This is an optimization exercise on Yosys and OpenROAD, whose aim is small area, a short achievable clock period and few clock cycles, not a production implementation.
In this exercise RTL edits were held to simulation tests only and were not proved equivalent to the original.
Power and IR drop assume default switching activity.

==> flow/design.v (excerpt) <==
module lens_array (
    input  wire         clk,
    input  wire         rst,
    input  wire         s_valid,
    output wire         s_ready,
    input  wire [63:0]  s_key,       
    input  wire [4:0]   s_klen,      
    input  wire [3:0]   s_first,     
    input  wire [3:0]   s_last,      
    input  wire [3:0]   s_ver,       
    input  wire [3:0]   s_oldest,    
    input  wire [19:0]  s_miss,      
    output reg          r_valid,
    output reg          r_hit,
    output reg  [19:0]  r_ptr,
    output reg  [3:0]   r_row,
    output reg  [15:0]  r_prio,
    input  wire         w_valid,
    output wire         w_ready,
    input  wire [1:0]   w_op,        
    input  wire [3:0]   w_row,
    input  wire [3:0]   w_staged,    
    input  wire [255:0] w_cells,     
    input  wire [15:0]  w_prio,
    input  wire [17:0]  w_result,
    input  wire [3:0]   w_birth,
    input  wire [3:0]   w_death,
    input  wire         w_born,
    input  wire         w_dying,
    output reg          wr_valid,
    output reg  [2:0]   wr_code      
);
Size in the first run: about 12000 cells after synthesis, ~5300 flip-flops, ~160000 sq um of cells after synthesis.
export LEC_CHECK = 0
export CAP_MARGIN = 20
export CORE_MARGIN = 2
export CORE_UTILIZATION = 60
export CTS_CLUSTER_DIAMETER = 100
export CTS_CLUSTER_SIZE = 30
export SLEW_MARGIN = 20
create_clock -name core_clock -period 55.0 [get_ports {clk}]
standard.sh (not shown) runs the stock make flow with config.mk's settings and CLKGATE_MAP_FILE= SYNTH_SCRIPT=/design/flow/synth_recipe.tcl, a recipe that flattens the netlist after the stock synthesis.
==> flow/flow/run.sh <==
#!/bin/bash
# The standard ORFS layout, with three changes to how it is made:
#  - synthesis is the standard script, except that ABC maps the logic with
#    flow/abc_area_nf.script (an area-oriented &nf mapping) and adders and
#    comparators are left to ABC instead of being mapped to half/full adder
#    cells; registers are mapped by the same dfflibmap step as before, so
#    they are unchanged;
#  - ports are buffered with buf_2 instead of the default delay buffer;
#  - repair_timing keeps a wide setup margin, so that it sizes paths for a
#    short achieved period (the clock stays at the design's period).
# Each tool's full output stays in orfs/logs/; make's own output goes to
# flow_make.log here.
set -euo pipefail
W=$PWD
# synthesis core: ORFS's synth.tcl with the ABC script swapped
sed 's#^source $::env(SCRIPTS_DIR)/synth_preamble.tcl$#&\nset abc_args [lreplace $abc_args 1 1 '"$W"'/flow/abc_area_nf.script]#' \
    "$FLOW_HOME/scripts/synth.tcl" > "$W/flow_synth_core.tcl"
grep -q abc_area_nf "$W/flow_synth_core.tcl"
sed 's#source $::env(SCRIPTS_DIR)/synth.tcl#source '"$W"'/flow_synth_core.tcl#' \
    "$W/synth_recipe.tcl" > "$W/flow_synth.tcl"
grep -q flow_synth_core "$W/flow_synth.tcl"
bash standard.sh SYNTH_SCRIPT="$W/flow_synth.tcl" \
    BUFFER_PORTS_ARGS="-buffer_cell sky130_fd_sc_hd__buf_2" \
    ADDER_MAP_FILE= SETUP_SLACK_MARGIN=43 finish > "$W/flow_make.log" 2>&1
==> flow/flow/abc_area_nf.script <==
&get -n
&st
&dch -f
&nf -R 1000
&put
&get -n
&st
&dch -f
&nf -R 1000
&put
topo
The first run completed and failed the layout checks on max-capacitance violations, max-slew violations.
Testbench counts at the start, summed over its fixed seeds: cycles 16,375.
Rerun with:
--- a/flow/design.v
+++ b/flow/design.v
@@ -47,45 +47,45 @@
     always @(posedge clk) begin
         if (rst) ph <= 4'd0;
         else     ph <= ph + 4'd1;
     end
     wire [3:0] ph1 = ph + 4'd1;
     reg         sv;
     reg [63:0]  sk;
     reg [4:0]   skl;
     reg [3:0]   sf, sl, sver, sold;
     reg [19:0]  smiss;
     reg         wbusy;       
     reg         wrdy;        
-    reg         wtake;       
     reg         wv;          
     reg [1:0]   wop;
     reg [3:0]   wrow, wstg;
     reg [PW-1:0] wpay;
     reg [3:0]   wbir, wdea;
     reg         wbn, wdy;
     assign s_ready = 1'b1;
     assign w_ready = wrdy;
     wire w_fire = w_valid & ~wbusy;
     always @(posedge clk) begin
         sv <= s_valid & ~rst;
         sk <= s_key; skl <= s_klen; sf <= s_first; sl <= s_last;
         sver <= s_ver; sold <= s_oldest; smiss <= s_miss;
     end
     always @(posedge clk) begin
         wv <= w_fire & ~rst;
-        wop <= w_op; wstg <= w_staged;
-        wbir <= w_birth; wdea <= w_death; wbn <= w_born; wdy <= w_dying;
-        wrow <= ({4{wtake}} & w_row) | ({4{wbusy}} & wrow);
-        wpay <= ({PW{wtake}} & {w_result, w_prio, w_cells}) | ({PW{wbusy}} & wpay);
+        if (!wbusy) begin
+            wop <= w_op; wrow <= w_row; wstg <= w_staged;
+            wpay <= {w_result, w_prio, w_cells};
+            wbir <= w_birth; wdea <= w_death; wbn <= w_born; wdy <= w_dying;
+        end
     end
     integer r;
     reg [ROWS-1:0]   valid, dying, born;
     reg [4*ROWS-1:0] birth, death;       
     reg [2:0] w_code;
     always @(*) begin
         w_code = RC_DONE;
         case (wop)
             OP_WRITE: begin
                 if (valid[wrow])                  w_code = RC_OCCUPIED;
                 else if (wdy)                     w_code = RC_FORMAT;
                 else if (wbn && wbir != wstg)     w_code = RC_VERSION;
@@ -143,59 +143,47 @@
         end else begin
             wr_valid <= wv;
         end
         wr_code <= w_code;
     end
     reg        pend;         
     wire [3:0] land_slot = wrow - ph1;
     wire       landable  = land_slot[1:0] == 2'd0;
     wire       w_new     = w_do && wop == OP_WRITE;
     wire       need      = pend | w_new;
     wire       land      = need & landable;
     wire       pend_nx   = need & ~landable;
-    wire       w_hit_row = w_do && wrow == w_row;
-    wire       v_after   = (w_hit_row && wop == OP_WRITE) ? 1'b1 :
-                           (w_hit_row && wop == OP_CLEAR) ? 1'b0 : valid[w_row];
-    wire       w_succ    = w_op == OP_WRITE && !w_dying &&
-                           (!w_born || w_birth == w_staged) && !v_after;
-    wire       need_nx   = pend_nx | (w_fire & w_succ);
-    wire [3:0] slot_nx   = (pend_nx ? wrow : w_row) - ph1 - 4'd1;
-    wire       busy_nx   = need_nx & (slot_nx[1:0] != 2'd0);
-    wire [ROWS/PSTEP-1:0] psel_nx = {{(ROWS/PSTEP-1){1'b0}}, need_nx & slot_nx[1:0] == 2'd0}
-                                    << slot_nx[3:2];
-    reg  [ROWS/PSTEP-1:0] psel, pkeep;
+    wire       w_fails   = w_dying || (w_born && w_birth != w_staged) ||
+                           (valid[w_row] && !(wv && wop == OP_CLEAR && wrow == w_row));
+    wire [3:0] nslot_in  = w_row - ph1 - 4'd1;
+    wire [3:0] nslot_hd  = wrow - ph1 - 4'd1;
+    wire busy_nx = pend_nx ? (nslot_hd[1:0] != 2'd0)
+                           : (w_fire && w_op == OP_WRITE && !w_fails && nslot_in[1:0] != 2'd0);
     always @(posedge clk) begin
         if (rst) begin
             pend  <= 1'b0;
             wbusy <= 1'b0;
             wrdy  <= 1'b1;
-            psel  <= {(ROWS/PSTEP){1'b0}};
-            pkeep <= {(ROWS/PSTEP){1'b1}};
         end else begin
             pend  <= pend_nx;
             wbusy <= busy_nx;
             wrdy  <= ~busy_nx;
-            psel  <= psel_nx;
-            pkeep <= ~psel_nx;
         end
     end
-    always @(posedge clk)
-        wtake <= ~(busy_nx & ~rst);
     reg [PW-1:0] ring [0:ROWS-1];
     integer k;
     always @(posedge clk) begin
         for (k = 0; k < ROWS; k = k + 1) begin
-            if (k % PSTEP == 0)
-                ring[k] <= ({PW{psel[k/PSTEP]}} & wpay) |
-                           ({PW{pkeep[k/PSTEP]}} & ring[(k + 1) % ROWS]);
+            if (k % PSTEP == 0 && land && land_slot == k)
+                ring[k] <= wpay;
             else
                 ring[k] <= ring[(k + 1) % ROWS];
         end
     end
     wire [3:0] rel_v = sver - sold;
     reg [ROWS-1:0] lbase;
     reg [3:0] rel_b, rel_d;
     always @(*) begin
         for (r = 0; r < ROWS; r = r + 1) begin
             rel_b = birth[4*r +: 4] - sold;
             rel_d = death[4*r +: 4] - sold;
             lbase[r] = valid[r] && r >= sf && r <= sl &&
Outcome: Now the flow produced a clean layout; die area came out higher by 1.9%; global-route usage decreases by 2.9 points; count of clock-buffer cells in the layout went up by 82; first-iteration DRC count goes down by 17%; area after synthesis grows by 1.9%; power increases by 3.7%; cell area rose by 1.4%; worst setup slack is worse by 0.029 ns.
Testbench counts after the change, summed over its fixed seeds: cycles 16,375.

afterwards: timing with drivers on the ports:
No port has a modelled driver above. Below, the same layouts with a new extraction and two added sets of constraints. Step 1, drivers: a clkbuf_16 drives clk and a buf_2 each remaining input, both assumed. Step 2 moves the port delays by t, midway between the first and last clock arrival at a register: inputs arrive t later, outputs are due t later. That takes back most of the time a late clock gives input paths. Three values: no drivers, after step 1, after step 2; two values: the first two.
run	t, ns	setup WS [ns]	worst hold slack (ns)
the first run	1.027	42.591 / 42.486 / 41.941	0.321 / 0.321 / 0.321
the second run	1.030	42.563 / 42.454 / 42.111	0.323 / 0.323 / 0.323
For the first run, which loses most, drivers alone change the setup slack by -0.105 ns; drivers and shift together by -0.650 ns.
